This design comes from an exercise in tuning for small area, a short achievable clock period and few clock cycles on the open sky130 flow, not from production work.
In this exercise RTL edits were held to simulation tests only and were not proved equivalent to the original.
Power is estimated from default activity; no workload was simulated.

Setup of north:
## cle_exec
module cle_exec (
    input  wire               clk,
    input  wire               rst,
    input  wire               start,
    output wire               ready,
    output reg                done,
    input  wire signed [31:0] x,
    input  wire signed [31:0] s,
    input  wire signed [31:0] r_in,
    input  wire        [30:0] slew,
    input  wire        [30:0] in_fs,
    input  wire               reverse,
    input  wire signed [15:0] kp,
    input  wire signed [15:0] ki,
    input  wire signed [15:0] kff,
    input  wire signed [15:0] u0,
    input  wire        [3:0]  kp_sh,
    input  wire        [3:0]  ki_sh,
    input  wire        [3:0]  kff_sh,
    input  wire signed [15:0] out_min,
    input  wire signed [15:0] out_max,
    input  wire signed [39:0] i_in,
    output reg                tbl_rd,
    output reg         [4:0]  tbl_k,
    input  wire        [31:0] tbl_lo,
    input  wire        [31:0] tbl_hi,
    output wire signed [31:0] r_out,
    output wire signed [39:0] i_out,
    output reg  signed [15:0] out,
    output reg                sat,
    output reg                clamped,
    output reg                ramping
);
export LEC_CHECK = 0
export CAP_MARGIN = 20
export CORE_MARGIN = 2
export CORE_UTILIZATION = 40
export PLACE_DENSITY = 0.6
export SLEW_MARGIN = 20
create_clock -name core_clock -period 16.5 [get_ports {clk}]
run.sh (not shown) runs the stock make flow with config.mk's settings and CLKGATE_MAP_FILE= SYNTH_SCRIPT=/design/flow/synth_recipe.tcl, a recipe that flattens the netlist after the stock synthesis.
Testbench counts of north, summed over its fixed seeds: cycles 64,064.
Changes in south relative to north:
--- a/flow/design.v
+++ b/flow/design.v
@@ -135,26 +135,26 @@
     wire [29:0] gpa_n;
     wire [27:0] gia_n;
     wire [37:0] Pacc_n, Iacc_n;
     wire signed [16:0] dgp_n = $signed({1'b0, tbl_hi[15:0]})  - $signed({1'b0, tbl_lo[15:0]});
     wire signed [16:0] dgi_n = $signed({1'b0, tbl_hi[31:16]}) - $signed({1'b0, tbl_lo[31:16]});
     wire [31:0] e32 = {{16{e_new[15]}}, e_new};
     cle_booth3 #(.W(30), .MW(24)) u_gp (.acc(gpa), .ext(30'd0), .m(mG),  .bits({fr[5:0], gb}), .sum(gpa_n));
     cle_booth3 #(.W(28), .MW(17)) u_gi (.acc(gia), .ext(28'd0), .m(dgi), .bits({fr[5:0], gb}), .sum(gia_n));
     cle_booth3 #(.W(38), .MW(32)) u_bP (.acc(Pacc), .ext(38'd0), .m(mP),
                                         .bits({kpr[5:0], pb}), .sum(Pacc_n));
     cle_booth3 #(.W(38), .MW(32)) u_bI (.acc(Iacc), .ext(38'd0), .m(mI),
                                         .bits({kir[5:0], ib}), .sum(Iacc_n));
-    wire signed [43:0] Sv = {slr, up, gia[11:0]};          
-    wire signed [43:0] Dv = {sr, fs[11:0]};                
+    wire signed [43:0] Sv = {Pacc, kpr[17:12]};            
+    wire signed [43:0] Dv = {Iacc, kir[17:12]};            
     wire signed [40:0] Xv = {gpa[22:0], remx[17:0]};       
     wire signed [43:0] Iv = {{4{ir[39]}}, ir};
     wire signed [35:0] sh_in  = st[14] ? {{20{rq[15]}}, rq} :
                                 st[18] ? {Pacc[29:0], kpr[17:12]} : {Iacc[29:0], kir[17:12]};
     wire        [3:0]  sh_amt = st[14] ? fsh : st[18] ? psh : ish;
     wire signed [43:0] sh_ext = {{8{sh_in[35]}}, sh_in};
     wire signed [43:0] sh_out = sh_ext <<< sh_amt;
     wire signed [43:0] add_a = st[18] ? {{13{u0r[15]}}, u0r, 15'd0} :
                                st[20] ? Dv : Sv;
     wire signed [43:0] add_b = (st[18] | st[19]) ? {{3{Xv[40]}}, Xv} :
                                st[21] ? Dv : Iv;
     wire signed [44:0] add_y = {add_a[43], add_a} + {add_b[43], add_b};
@@ -323,46 +323,46 @@
                     remx[17:0] <= {gpa_n[5:0], remx[17:6]};
                     gb         <= remx[5];
                 end
                 if (ph_b) begin
                     Pacc <= {{6{Pacc_n[37]}}, Pacc_n[37:6]};
                     kpr  <= {Pacc_n[5:0], kpr[17:6]};
                     pb   <= kpr[5];
                     Iacc <= {{6{Iacc_n[37]}}, Iacc_n[37:6]};
                     kir  <= {Iacc_n[5:0], kir[17:6]};
                     ib   <= kir[5];
                 end
                 if (st[18]) {gpa[22:0], remx[17:0]} <= add_y[40:0];
-                if (st[18]) {slr, up, gia[11:0]} <= sh_out;
+                if (st[18]) {Pacc, kpr[17:12]} <= sh_out;
                 if (st[19]) begin
-                    {slr, up, gia[11:0]} <= add_y[43:0];
-                    {sr, fs[11:0]}       <= sh_out;
+                    {Pacc, kpr[17:12]} <= add_y[43:0];
+                    {Iacc, kir[17:12]} <= sh_out;
                     satpi <= s_out40;
                 end
                 if (st[20]) begin
                     ilo   <= fl_t[0];
                     ihi   <= fh_t[1];
-                    {sr, fs[11:0]} <= add_y[43:0];
+                    {Iacc, kir[17:12]} <= add_y[43:0];
                     satpi <= satpi | d_out40;
                     dipos <= ~Dv[43] & (|Dv);
                     dineg <= Dv[43];
                 end
                 if (st[21]) begin
                     dlo <= fl_t[0];
                     dhi <= fh_t[1];
                     {gpa[23:0], remx[17:12]} <= add_y[44:15];
                     tnz <= |add_y[14:0];
                 end
                 if (st[22]) ir <= I_n;
-                if (st[23]) {sr, fs[11:0]} <= add_y[43:0];
+                if (st[23]) {Iacc, kir[17:12]} <= add_y[43:0];
                 if (st[24]) begin
                     out     <= o_n;
                     clamped <= (o_n != u_n);
                     sat     <= satpi | sat_acc;
                     done    <= 1'b1;
                     busy    <= 1'b0;
                 end
             end
         end
     end
 endmodule
 module cle_booth #(parameter W = 20, parameter MW = 16) (
- The delay of the slowest critical-path stage of south exceeds that of north by 0.18 ns.
- Diff north -> south | synthesized area divided by synthesized cell count | increase of about 0.6%
- Lower fraction of power consumed by combinational cells goes to north over south.
- No stage failed in south, and the final checks on the layout all came back clean.
- Summary of the comparison: final core utilization is lower in south, relative to north.
- Number of antenna violations at the first check in global routing is lower on south
- Critical path depth went down by a few percent going from north to south.
- Compared with north, south shows a higher reported net switching power.
- south ended with less post-placement worst setup slack than north.
Testbench counts of south, summed over its fixed seeds: cycles 64,064.

[static timing again, ports no longer ideal]
No port has a modelled driver above. Below, the same layouts with a new extraction and two added sets of constraints.
Step 1: set_driving_cell puts a clkbuf_16 on clk and a buf_2 on each other input, an assumption about the parent block.
Step 2 moves the port delays by t, midway between the first and last clock arrival at a register: inputs arrive t later, outputs are due t later. That takes back most of the time a late clock gives input paths.
Three values: no drivers, after step 1, after step 2; two values: the first two.
run	shift t [ns]	setup slack, ns	clock arrival spread, ns
north	0.860	8.077 / 8.077 / 8.077	0.058 / 0.058
south	0.853	7.824 / 7.824 / 7.824	0.071 / 0.071
After both steps setup and hold are still met in every run listed.
